Background: an optimization exercise with open tools, aiming at small area and a short achievable clock period. Do not read the settings as production practice.
In this exercise RTL edits were held to simulation tests only and were not proved equivalent to the original.

==> flow/design.v (outline; a module is shown in full before it is edited, if it fits) <==
// module hdr_merge: 76 lines
// module hdr_carry: 27 lines
// module hdr_prefix: 25 lines
// module hdr_diff: 11 lines
// module hdr_csa: 1022 lines
module hdr_merge (
    input  wire        clk,
    input  wire        rst,         
    input  wire        in_valid,
    input  wire        depth,       
    input  wire [1:0]  nexp,        
    input  wire [11:0] code_l,
    input  wire        cg_l,
    input  wire [11:0] code_m,
    input  wire        cg_m,
    input  wire [11:0] code_s,
    input  wire        cg_s,
    input  wire [15:0] dark_l,      
    input  wire [15:0] dark_m,
    input  wire [15:0] dark_s,
    input  wire [31:0] ratio_m,     
    input  wire [31:0] ratio_s,     
    output reg         out_valid,
    output reg  [23:0] lin,
    output reg  [1:0]  lin_src      
);
  // ...
==> flow/flow/run.sh <==
#!/bin/bash
# The standard layout with these changes, none to the clock or the constraints:
#  - synthesis: the standard synthesis runs first; then the same script runs
#    again with one change, Yosys's synth -noabc for its "fine" step, so that
#    the full adders Yosys extracts keep the polarity the RTL writes them in.
#    That netlist's flip-flops are given the standard synthesis's instance
#    names (flow/ffnames.py checks the two hold the same flip-flops, by Q net
#    and cell type); if they differ, the standard netlist is used instead;
#  - flow/polfix.py removes inverters left between full adders by feeding
#    some full adders the complements of their inputs (a full adder is
#    self-dual); flip-flops are untouched;
#  - ports are buffered with buf_1 cells instead of the default delay buffers;
set -euo pipefail
MARGIN=7
PORTBUF=sky130_fd_sc_hd__buf_1
R=orfs/results/$FLOW_PLATFORM/hdr_merge/base
LIB=$FLOW_HOME/platforms/$FLOW_PLATFORM/lib/sky130_fd_sc_hd__tt_025C_1v80.lib
KNOBS=("SETUP_SLACK_MARGIN=$MARGIN" "BUFFER_PORTS_ARGS=-buffer_cell $PORTBUF")

bash standard.sh synth "${KNOBS[@]}" > synth_standard.log 2>&1
cp $R/1_2_yosys.v 1_2_yosys_standard.v

# the same synthesis script, with synth -noabc in its fine step
sed 's/^\(  synth -top \$::env(DESIGN_NAME) -run fine:\) /\1 -noabc /' \
  "$FLOW_HOME/scripts/synth.tcl" > synth_noabc.tcl
sed "s#source \$::env(SCRIPTS_DIR)/synth.tcl#source $PWD/synth_noabc.tcl#" \
  synth_recipe.tcl > synth_recipe_noabc.tcl
NET=1_2_yosys_standard.v
if grep -q -- '-run fine: -noabc' synth_noabc.tcl && grep -q "synth_noabc.tcl" synth_recipe_noabc.tcl; then
  rm -f $R/1_2_yosys.v $R/1_synth.odb
  if bash standard.sh synth "${KNOBS[@]}" "SYNTH_SCRIPT=$PWD/synth_recipe_noabc.tcl" > synth_noabc.log 2>&1 \
     && cp $R/1_2_yosys.v 1_2_yosys_noabc.v \
     && python3 flow/ffnames.py 1_2_yosys_standard.v 1_2_yosys_noabc.v 1_2_yosys_named.v > ffnames.log 2>&1; then
    NET=1_2_yosys_named.v
  fi
fi
echo "netlist: $NET" > netlist_choice.log
python3 flow/polfix.py $NET polfix.v "$LIB" > polfix.log 2>&1
cp polfix.v $R/1_2_yosys.v
rm -f $R/1_synth.odb
bash standard.sh synth "${KNOBS[@]}" > synth_odb.log 2>&1
bash standard.sh finish "${KNOBS[@]}" > finish.log 2>&1
==> flow/flow/ffnames.py <==
#!/usr/bin/env python3
"""Give the flip-flops of a netlist the instance names the standard synthesis
gave them, matching each flip-flop by the net on its Q pin.

usage: ffnames.py STANDARD.v NEW.v OUT.v
Exits 1 (and writes nothing) unless both netlists hold the same flip-flops:
the same Q nets, each in the same cell type."""
import re, sys

std, new, out = sys.argv[1:4]
cell_re = re.compile(r'^(\s*)(sky130_fd_sc_hd__\w+)\s+(\S+)(\s*\((.*?)\);)', re.S | re.M)

def ffs(text):
    r = {}
    for m in cell_re.finditer(text):
        t, n, body = m.group(2), m.group(3), m.group(5)
        if not re.match(r'sky130_fd_sc_hd__(df|sdf|edf)', t):
            continue
        q = re.search(r'\.Q\(([^()]*)\)', body).group(1).strip()
        assert q not in r, q
        r[q] = (t, n)
    return r

ts, tn = open(std).read(), open(new).read()
fs, fn = ffs(ts), ffs(tn)
if set(fs) != set(fn) or any(fs[q][0] != fn[q][0] for q in fs):
    print('ffnames: flip-flops differ from the standard synthesis', file=sys.stderr)
    sys.exit(1)
rename = {fn[q][1]: fs[q][1] for q in fs}
others = set(m.group(3) for m in cell_re.finditer(tn)) - set(rename)
assert not (others & set(rename.values())), 'name clash'

def sub(m):
    n = m.group(3)
    if n in rename:
        nn = rename[n]
        sep = ' ' if nn.startswith('\\') else ''
        return f'{m.group(1)}{m.group(2)} {nn}{sep}{m.group(4)}'
    return m.group(0)
open(out, 'w').write(cell_re.sub(sub, tn))
print(f'ffnames: {len(rename)} flip-flops renamed to the standard names', file=sys.stderr)
==> flow/flow/polfix.py <==
#!/usr/bin/env python3
"""Remove inverters around full adders in a Yosys gate netlist.

A full adder is self-dual: FA(~a, ~b, ~c) = (~cout, ~sum). So each fa cell may
be "flipped": it is fed the complements of its inputs and its outputs then
carry the complements of its original outputs. This pass picks flips that
lower the number of inverters needed, then rewrites the netlist with one
inverter per signal whose complement some load still needs.

usage: polfix.py IN.v OUT.v LIBERTY
"""
import re, sys, random

src, dst, lib = sys.argv[1], sys.argv[2], sys.argv[3]

# output pins of each cell, from the liberty file
outs = {}
cur = None
pin = None
for line in open(lib):
    m = re.match(r'\s*cell\s*\(\s*"?([\w]+)"?\s*\)', line)
    if m:
        cur = m.group(1); outs[cur] = set(); continue
    m = re.match(r'\s*pin\s*\(\s*"?([\w]+)"?\s*\)', line)
    if m:
        pin = m.group(1); continue
    m = re.match(r'\s*direction\s*:\s*"?(\w+)"?', line)
    if m and cur and pin:
        if m.group(1) == 'output':
            outs[cur].add(pin)

text = open(src).read()
mstart = text.index('module ')
hdr_end = text.index(';', mstart) + 1
body = text[hdr_end:text.rindex('endmodule')]

cell_re = re.compile(r'^\s*(sky130_fd_sc_hd__\w+)\s+(\S+)\s*\((.*?)\);\s*$', re.S | re.M)
decl_lines = []
cells = []   # [type, name, [(pin, net)]]
pos = 0
for m in cell_re.finditer(body):
    decl_lines.append(body[pos:m.start()])
    pos = m.end()
    pins = [(p, n.strip()) for p, n in re.findall(r'\.(\w+)\(([^()]*)\)', m.group(3))]
    cells.append([m.group(1), m.group(2), pins])
decl_lines.append(body[pos:])
decls = ''.join(decl_lines)
assert 'assign' not in decls, 'netlist has assign statements'

ports = set()
for m in re.finditer(r'^\s*(input|output|inout)\s+(\[[^\]]*\]\s*)?(.*?);', decls, re.M):
    for n in m.group(3).split(','):
        ports.add(n.strip())
def is_port(net):
    return net.split('[')[0].strip() in ports or net in ports

def is_inv(t):
    return re.match(r'sky130_fd_sc_hd__(clk)?inv(lp)?_\d+$', t) is not None
def is_fa(t):
    return re.match(r'sky130_fd_sc_hd__fa_\d+$', t) is not None
FA_IN = ('A', 'B', 'CIN')
FA_OUT = ('COUT', 'SUM')

driver = {}
for ci, (t, n, pins) in enumerate(cells):
    for p, net in pins:
        if p in outs[t]:
            driver[net] = (ci, p)

# an inverter is removable unless its output is a port
removable = set()
for ci, (t, n, pins) in enumerate(cells):
    if is_inv(t):
        d = dict(pins)
        if not is_port(d['Y']) and not d['A'].startswith("1'"):
            removable.add(ci)

# base(net) -> (base net, parity)
memo = {}
def base(net):
    if net in memo: return memo[net]
    d = driver.get(net)
    if d is not None and d[0] in removable:
        a = dict(cells[d[0]][2])['A']
        b, q = base(a)
        r = (b, q ^ 1)
    else:
        r = (net, 0)
    memo[net] = r
    return r

fas = [ci for ci, c in enumerate(cells) if is_fa(c[0])]
flippable = set()
for ci in fas:
    d = dict(cells[ci][2])
    if not any(is_port(d[p]) for p in FA_OUT) and not any(d[p].startswith("1'") for p in FA_IN):
        flippable.add(ci)

# loads per base: list of (cell, pin, parity of the net it is on)
loads = {}
for ci, (t, n, pins) in enumerate(cells):
    if ci in removable: continue
    for p, net in pins:
        if p in outs[t] or net.startswith("1'") or net == '':
            continue
        b, q = base(net)
        loads.setdefault(b, []).append((ci, p, q))
# port outputs that are driven through a removable inverter chain stay as they are,
# since only non-port inverter outputs are removable.

flip = {ci: 0 for ci in fas}
def avail(b):
    d = driver.get(b)
    if d is not None and d[0] in flip:
        return flip[d[0]]
    return 0
def cost_b(b):
    a = avail(b)
    need = set()
    for ci, p, q in loads.get(b, []):
        need.add(q ^ (flip[ci] if ci in flip else 0))
    return 1 if (a ^ 1) in need else 0

# bases an FA touches
touch = {}
for ci in fas:
    d = dict(cells[ci][2])
    bs = set(base(d[p])[0] for p in FA_IN)
    bs |= set(d[p] for p in FA_OUT)
    touch[ci] = bs

allb = set(loads) | set(driver)
total = sum(cost_b(b) for b in allb)
start = total
# simulated annealing over the flips, then a greedy clean-up
import math
rng = random.Random(1)
order = sorted(flippable)
best = total; best_flip = dict(flip)
T0, T1, steps = 2.0, 0.05, 200 * max(1, len(order))
for k in range(steps if order else 0):
    T = T0 * (T1 / T0) ** (k / steps)
    ci = order[rng.randrange(len(order))]
    bs = touch[ci]
    before = sum(cost_b(b) for b in bs)
    flip[ci] ^= 1
    after = sum(cost_b(b) for b in bs)
    dlt = after - before
    if dlt <= 0 or rng.random() < math.exp(-dlt / T):
        total += dlt
        if total < best:
            best = total; best_flip = dict(flip)
    else:
        flip[ci] ^= 1
flip = best_flip
total = sum(cost_b(b) for b in allb)
improved = True
while improved:
    improved = False
    for ci in order:
        bs = touch[ci]
        before = sum(cost_b(b) for b in bs)
        flip[ci] ^= 1
        after = sum(cost_b(b) for b in bs)
        if after < before:
            total += after - before; improved = True
        else:
            flip[ci] ^= 1

n_inv_before = len(removable)
# rewrite
newnets = []
invcells = []
compl = {}
def phys(b, pol):
    """net carrying base b in polarity pol (0 true)."""
    a = avail(b)
    if pol == a:
        return b
    if b not in compl:
        nn = f'_pf{len(compl)}_'
        compl[b] = nn
        newnets.append(nn)
        invcells.append(['sky130_fd_sc_hd__inv_1', f'_pfi{len(invcells)}_', [('A', b), ('Y', nn)]])
    return compl[b]

out_cells = []
for ci, (t, n, pins) in enumerate(cells):
    if ci in removable: continue
    f = flip.get(ci, 0)
    np_ = []
    for p, net in pins:
        if p in outs[t] or net.startswith("1'") or net == '':
            np_.append((p, net)); continue
        b, q = base(net)
        np_.append((p, phys(b, q ^ f)))
    out_cells.append([t, n, np_])
out_cells += invcells

def esc(net):
    # an escaped identifier ends at white space
    return net + ' ' if net.startswith('\\') else net

res = [text[:hdr_end], decls.rstrip('\n'), '\n']
for nn in newnets:
    res.append(f'  wire {nn};\n')
for t, n, pins in out_cells:
    res.append(f'  {t} {n} (\n' + ',\n'.join(f'    .{p}({esc(net)})' for p, net in pins) + '\n  );\n')
res.append('endmodule\n')
open(dst, 'w').write(''.join(res))
print(f'polfix: {len(fas)} fa cells, {sum(flip.values())} flipped; inverters {n_inv_before} -> {len(invcells)} '
      f'(cost {start} -> {total})', file=sys.stderr)
==> flow/standard.sh <==
#!/bin/bash
# synth_recipe.tcl (not shown) runs the flow's synth.tcl, then flattens the netlist and writes it again
# the make line also repeats each setting of config.mk as NAME=value (left out here)
make -C /OpenROAD-flow-scripts/flow DESIGN_CONFIG=/design/flow/config.mk WORK_HOME=/design/flow/orfs CLKGATE_MAP_FILE= SYNTH_SCRIPT=/design/flow/synth_recipe.tcl "${@:-finish}"
==> flow/config.mk <==
export PLATFORM = sky130hd
export DESIGN_NAME = hdr_merge
export DESIGN_NICKNAME = hdr_merge
export VERILOG_FILES = /design/flow/design.v
export SDC_FILE = /design/flow/constraint.sdc
export NUM_CORES = 4
export LEC_CHECK = 0
export CAP_MARGIN = 20
export CORE_MARGIN = 2
export CORE_UTILIZATION = 50
export SLEW_MARGIN = 20
==> flow/constraint.sdc <==
create_clock -name core_clock -period 13.0 [get_ports {clk}]
set_input_delay 2.6000 -clock core_clock [delete_from_list [all_inputs] [get_ports {clk}]]
set_output_delay 2.6000 -clock core_clock [all_outputs]
set_load 0.01 [all_outputs]
==> flow_summary.toml, run 1 <==
[cts]
cts_buffer_depth = 2
cts_tree = "built"
cts-buffers-inserted = 9

[sta]
worst_pin_slew_ns = 1.045
rsz0062_at_grt = "true"
slew_headroom = 0.3034
period_needed_ns = 6.052

[placement]
place_area_um2 = 18000
dpl.hpwl_um = 37920

[finish]
multi_input_cells = 1519
fillCellCount = 3061
clock_buffers = 9
regArea_um2 = 2192
num-nonclk-buffers = 265
post-route-util = 0.5850
num-nets-final = 2500
final_common_cell = "xnor2_1"
drive_gt1_frac = 0.1326
clk_share = 0.01569

[critical_path]
start_kind = "register"
path_buf_inv = 4
r2r-start = "r1_x[17]"
cp_common_cell = "fa_1"
crit_type = "reg -> reg"
ff2ff_path_depth = 23
critPathCaptureType = "register"

[routing]
drt.antenna.violating_nets = 0
drtIter0Drc = 1000
highest-signal-layer = "met4"

[floorplanning]
rows = 67
initial_core_util = 0.5084
die_area_um2 = 35590
tap_cells = 448
fp.dieW_um = 188.7

[hold_path]
holdPathEnd = "lin_src[0]"

[global_routing]
grt-busiest-layer = "met2"

[status]
status = "complete, no violations"

[yosys]
netlist_area_um2 = 17050
==> inputs of run 2 (changes only) <==
==> flow/flow/run.sh (replaced) <==
#!/bin/bash
set -euo pipefail
MARGIN=7.25
PORTBUF=sky130_fd_sc_hd__buf_1
POLFIX=1
R=orfs/results/$FLOW_PLATFORM/hdr_merge/base
LIB=$FLOW_HOME/platforms/$FLOW_PLATFORM/lib/sky130_fd_sc_hd__tt_025C_1v80.lib
KNOBS=("SETUP_SLACK_MARGIN=$MARGIN" "BUFFER_PORTS_ARGS=-buffer_cell $PORTBUF")

bash standard.sh synth "${KNOBS[@]}" > synth.log 2>&1
if [[ $POLFIX == 1 ]]; then
  cp $R/1_2_yosys.v 1_2_yosys_standard.v
  python3 flow/polfix.py 1_2_yosys_standard.v polfix.v "$LIB" > polfix.log 2>&1
  cp polfix.v $R/1_2_yosys.v
  rm -f $R/1_synth.odb
  bash standard.sh synth "${KNOBS[@]}" > synth_odb.log 2>&1
fi
bash standard.sh finish "${KNOBS[@]}" > finish.log 2>&1
--- a/flow/flow/polfix.py
+++ b/flow/flow/polfix.py
@@ -5,5 +5,8 @@
 be "flipped": it is fed the complements of its inputs and its outputs then
-carry the complements of its original outputs. This pass picks flips that
-lower the number of inverters needed, then rewrites the netlist with one
-inverter per signal whose complement some load still needs.
+carry the complements of its original outputs. A single-output gate may
+also be swapped for the gate computing its complement from the same inputs
+(a22oi for a22o, xnor2 for xor2, ...), checked on the liberty functions.
+This pass picks flips and swaps that lower the area of the inverters needed
+plus the area the swaps add, then rewrites the netlist with one inverter per
+signal whose complement some load still needs.
 
@@ -15,6 +18,10 @@
 
-# output pins of each cell, from the liberty file
+# pins and output functions of each cell, from the liberty file
 outs = {}
+ins = {}
+func = {}
+areas = {}
 cur = None
 pin = None
+pdir = None
 for line in open(lib):
@@ -22,3 +29,6 @@
     if m:
-        cur = m.group(1); outs[cur] = set(); continue
+        cur = m.group(1); outs[cur] = set(); ins[cur] = set(); pin = None; continue
+    m = re.match(r'\s*area\s*:\s*([\d.]+)', line)
+    if m and cur and cur not in areas:
+        areas[cur] = float(m.group(1)); continue
     m = re.match(r'\s*pin\s*\(\s*"?([\w]+)"?\s*\)', line)
@@ -28,4 +38,47 @@
     if m and cur and pin:
-        if m.group(1) == 'output':
-            outs[cur].add(pin)
+        (outs if m.group(1) == 'output' else ins)[cur].add(pin); continue
+    m = re.match(r'\s*function\s*:\s*"([^"]*)"', line)
+    if m and cur and pin:
+        func[(cur, pin)] = m.group(1)
+
+def evalf(f, env):
+    e = f.replace('!', '~')
+    e = re.sub(r'(\w)\s+(?=[\w(~])', r'\1 & ', e)
+    return eval(e, {}, dict(env)) & 1
+
+def complement_of(t):
+    """a cell computing the complement of single-output cell t, with the same inputs."""
+    m = re.match(r'sky130_fd_sc_hd__(\w+?)_(\d+)$', t)
+    if not m or len(outs.get(t, ())) != 1:
+        return None
+    fn, drv = m.groups()
+    cands = []
+    pairs = [('nand', 'and'), ('nor', 'or'), ('xnor', 'xor'), ('mux2i', 'mux2'), ('inv', 'buf')]
+    for a, b in pairs:
+        if fn.startswith(a) and (a != 'nand' and a != 'nor' or fn[len(a):][:1].isdigit()):
+            cands.append(b + fn[len(a):])
+        elif fn.startswith(b) and not fn.startswith(a) and (fn[len(b):][:1].isdigit() or fn == b):
+            cands.append(a + fn[len(b):])
+    if re.match(r'[ao]\d', fn):
+        if fn.endswith('oi') or fn.endswith('ai'):
+            cands.append(fn[:-1])
+        elif fn.endswith('o') or fn.endswith('a'):
+            cands.append(fn + ('i' if fn.endswith('o') else 'i'))
+    for c in cands:
+        for d in [drv] + ['1', '2', '0', '4']:
+            n = f'sky130_fd_sc_hd__{c}_{d}'
+            if n in outs and len(outs[n]) == 1 and ins[n] == ins[t] and areas.get(n):
+                po, pn = next(iter(outs[t])), next(iter(outs[n]))
+                f1, f2 = func.get((t, po)), func.get((n, pn))
+                if not f1 or not f2:
+                    continue
+                pins_ = sorted(ins[t])
+                ok = True
+                for k in range(1 << len(pins_)):
+                    env = {p: (k >> i) & 1 for i, p in enumerate(pins_)}
+                    if evalf(f1, env) == evalf(f2, env):
+                        ok = False; break
+                if ok:
+                    return n
+    return None
 
@@ -98,2 +151,15 @@
 
+INV_AREA = 3.7536
+swap_to = {}
+for ci, (t, n, pins) in enumerate(cells):
+    if is_fa(t) or is_inv(t) or ci in removable or re.match(r'sky130_fd_sc_hd__(df|sdf|edf|dl|ha)', t):
+        continue
+    d = dict(pins)
+    o = [d[p] for p in outs.get(t, ()) if p in d]
+    if len(o) != 1 or is_port(o[0]):
+        continue
+    c = complement_of(t)
+    if c:
+        swap_to[ci] = c
+
 # loads per base: list of (cell, pin, parity of the net it is on)
@@ -111,2 +177,3 @@
 flip = {ci: 0 for ci in fas}
+for ci in swap_to: flip[ci] = 0
 def avail(b):
@@ -116,2 +183,5 @@
     return 0
+def inflip(ci):
+    # only a flipped full adder takes its inputs complemented
+    return flip[ci] if ci in flip and ci not in swap_to else 0
 def cost_b(b):
@@ -120,4 +190,9 @@
     for ci, p, q in loads.get(b, []):
-        need.add(q ^ (flip[ci] if ci in flip else 0))
-    return 1 if (a ^ 1) in need else 0
+        need.add(q ^ inflip(ci))
+    c = INV_AREA if (a ^ 1) in need else 0
+    d = driver.get(b)
+    if d is not None and d[0] in swap_to and flip[d[0]]:
+        ci = d[0]
+        c += areas[swap_to[ci]] - areas[cells[ci][0]]
+    return c
 
@@ -130,2 +205,5 @@
     touch[ci] = bs
+for ci in swap_to:
+    d = dict(cells[ci][2])
+    touch[ci] = set(d[p] for p in outs[cells[ci][0]] if p in d)
 
@@ -137,3 +215,3 @@
 rng = random.Random(1)
-order = sorted(flippable)
+order = sorted(flippable) + sorted(swap_to)
 best = total; best_flip = dict(flip)
@@ -189,6 +267,11 @@
     if ci in removable: continue
-    f = flip.get(ci, 0)
+    f = inflip(ci)
     np_ = []
+    nt = t
+    if ci in swap_to and flip[ci]:
+        nt = swap_to[ci]
     for p, net in pins:
-        if p in outs[t] or net.startswith("1'") or net == '':
+        if p in outs[t]:
+            np_.append((next(iter(outs[nt])) if nt != t else p, net)); continue
+        if net.startswith("1'") or net == '':
             np_.append((p, net)); continue
@@ -196,3 +279,3 @@
         np_.append((p, phys(b, q ^ f)))
-    out_cells.append([t, n, np_])
+    out_cells.append([nt, n, np_])
 out_cells += invcells
@@ -210,3 +293,3 @@
 open(dst, 'w').write(''.join(res))
-print(f'polfix: {len(fas)} fa cells, {sum(flip.values())} flipped; inverters {n_inv_before} -> {len(invcells)} '
+print(f'polfix: {len(fas)} fa cells, {sum(flip[c] for c in fas)} flipped, {sum(flip[c] for c in swap_to)} of {len(swap_to)} cells swapped; inverters {n_inv_before} -> {len(invcells)} '
       f'(cost {start} -> {total})', file=sys.stderr)
removed: flow/flow/ffnames.py
==> run 2 against run 1 <==
  * Count of clock-buffer cells in the layout unchanged
  * Synthesized cell count is 5.1% higher
  * Die area rose by 2.8%
  * Cell area increased by 1.5%
  * Highest routed layer unchanged
  * First-iteration DRC count increased by 46%
  * Maximum frequency increased by 6.4%
  * Synthesized area is 2.8% higher
==> flow_summary.toml, run 2 <==
[status]
status = "complete, no violations"

[cts]
htree_levels = 3
cts_root_buf = "clkbuf_16"
cts_buffer_depth = 2
hold_buffers = 0
cts-buffers-inserted = 9
clk_latency_ns = 0.39
cts_tree = "built"
clk_pin_slew_ns = 0.08
clkSinkCount = 109

[placement]
dp_cells = 2499
dpl.hpwl_um = 40260
place_area_um2 = 18440
gp_congestion = 0.9188
numPortBuffers = 183

[floorplanning]
rows = 68
initial_core_util = 0.5075
ios = 184
die_area_um2 = 36570
die_y_um = 191.2
core_region_area_um2 = 34540
fp.dieW_um = 191.2

[yosys]
synthesis.nets = 2454
netlist_area_um2 = 17530
syn-instance-count = 1975
yosys_warnings = 2
synth.avg_cell_area_um2 = 8.876

[finish]
largest_register = "r1_ratio"
stdcell_count = 2584
largest_reg_flops = 32
mostFrequentLayoutCells = "xnor2_1, fa_1, buf_1, ha_1, nor2_1"
num-nets-final = 2603
syn2layout_area_growth_pct = 13.53
top_regs = "r1_ratio (32), r2_p (24), r2_g (23)"
antenna_cells = 0
fin_area_um2 = 19900
final_common_cell = "xnor2_1"
drive_gt1_frac = 0.1043

[sta]
slew_headroom = 0.3980
rsz0062_at_grt = "true"
fin_setup_tns_ns = 0
setup_violations = 0
finalCritPeriodShare = 0.4377
fin_worst_skew_ns = 0.008123
final_max_slew_viol_count = 0
timing_hold_violations_final = 0
fmax_mhz = 175.7
period_needed_ns = 5.690
worst_pin_slew_ns = 0.9030
hold_slack_ns = 0.3320

[global_routing]
grt_start_max_net_pins = 48
grt_pass1_vias = 15230
track_usage = 0.2985
grt_pass1_wl_um = 84460
overflow = 0
antenna_found_initial = 0

[critical_path]
required_ns = 13.28
cp_slowest_cell = "mux2_2"
critical_path_arrival_ns = 5.98
cpPeakStageDelay_ns = 0.35
r2r-start = "r1_x[17]"
critPathCaptureType = "register"
critPathCapture = "r1_x[1]"
setup.worst_path.start = "depth"
crit_path_cell_trace = "clkbuf_16 > mux2_2 > ha_1 > and3_1 > a22o_4 > o211ai_1 > nand3_2 > o211ai_1 > nand2b_1 > o221ai_4 > buf_12 > mux2_4 > mux2_2"
crit_type = "in -> reg"
timing.rr.end = "r2_g24"
r2r_slack_ns = 7.35
critical_path_peak_fanout = 24
start_kind = "primary input"
ff2ff_path_depth = 18

[hold_path]
hold_start = "r1_src[1]"
hold_class = "reg -> reg"

[run]
cap_viol_max_count = 0

[routing]
vias = 15640
routed_via_density = 6.052
dr.pass1.iters = 6
routed_wl_um = 54630
drt.antenna.violating_nets = 0
wire_per_inst_um = 21.14
drc_errors = 0
drtIter0Drc = 1460
==> run 2: repair_timing <==
action	in CTS	in global routing
buffers inserted	14	39
endpoints found under the setup margin	106	57
gates resized for setup	49	62
gates cloned	7	9
pin swaps	4	13
==> run 2: area by class of cell <==
class,count,area (um2)
Timing Repair Buffer,267,1599
Clock buffer,9,225.2
Inverter,112,460.4
Clock inverter,7,88.84
Timing Repair inverter,4,27.53
Tap cell,455,569.3
Multi-Input combinational cell,1621,14740
Fill cell,3165,14640
Sequential cell,109,2190
==> run 2: worst min-delay path by stage <==
| stage | endpoint | slack, ns | cells after the start |
|---|---|---|---|
| floorplan | lin_src[0] | 0.31 | 0 |
| global placement | lin_src[0] | 0.31 | 0 |
| detailed placement | lin_src[1] | 0.31 | 0 |
| CTS | lin_src[1] | 0.33 | 0 |
| global route | lin_src[0] | 0.35 | 0 |
| finish | lin_src[1] | 0.33 | 0 |
==> run 2: critical path, delay by kind of cell <==
family,cells,cell delay [ns]
simple gates,3,0.63
mux,3,0.90
fa+ha+maj,1,0.35
buf+inv,2,0.37
compound gates,4,1.09
==> run 2: through the flow <==
step | setup slack (ns) | util
after CTS | 7.118 | 0.5552
final | 7.310 | 0.5761
after global routing | 7.188 | 0.5761
after floorplan | 7.229 | -
after global placement | 5.709 | 0.5338
after detailed placement | 5.476 | 0.5338
==> run 2: per-layer routing <==
metal / vias up / track usage / part of all wire
met4: 0 / 0.05030 / 0.014
met1: 7616 / 0.4282 / 0.46
met5: - / 0 / 0
met3: 73 / 0.06260 / 0.081
li1: 7268 / - / -
met2: 682 / 0.4682 / 0.44

==> re-timing with driven ports <==
No port has a modelled driver above. Below, the same layouts with a new extraction and two added sets of constraints.
Step 1 assumes that a clkbuf_16 drives the clock port and a buf_2 every other input.
Step 2 times the ports against the registers' clock, not the clock port: input delays grow and output delays shrink by t, the midpoint of the rising clock arrivals with the driver on.
a / b / c = no drivers / after step 1 / after step 2; a / b = the first two.
run | t (ns) | slack for setup (ns) | hold slack, ns | worst setup path at the end | worst register clock-pin slew, ns
run 1 | 0.413 | 6.948 / 6.948 / 6.693 | 0.337 / 0.337 / 0.337 | input to register | 0.09 / 0.09
run 2 | 0.441 | 7.310 / 7.231 / 6.790 | 0.332 / 0.332 / 0.332 | input to register | 0.08 / 0.08
After both steps every run listed still meets setup and hold. The setup slack of run 2, which loses most, moves by -0.079 ns with the drivers and by -0.520 ns with both steps.
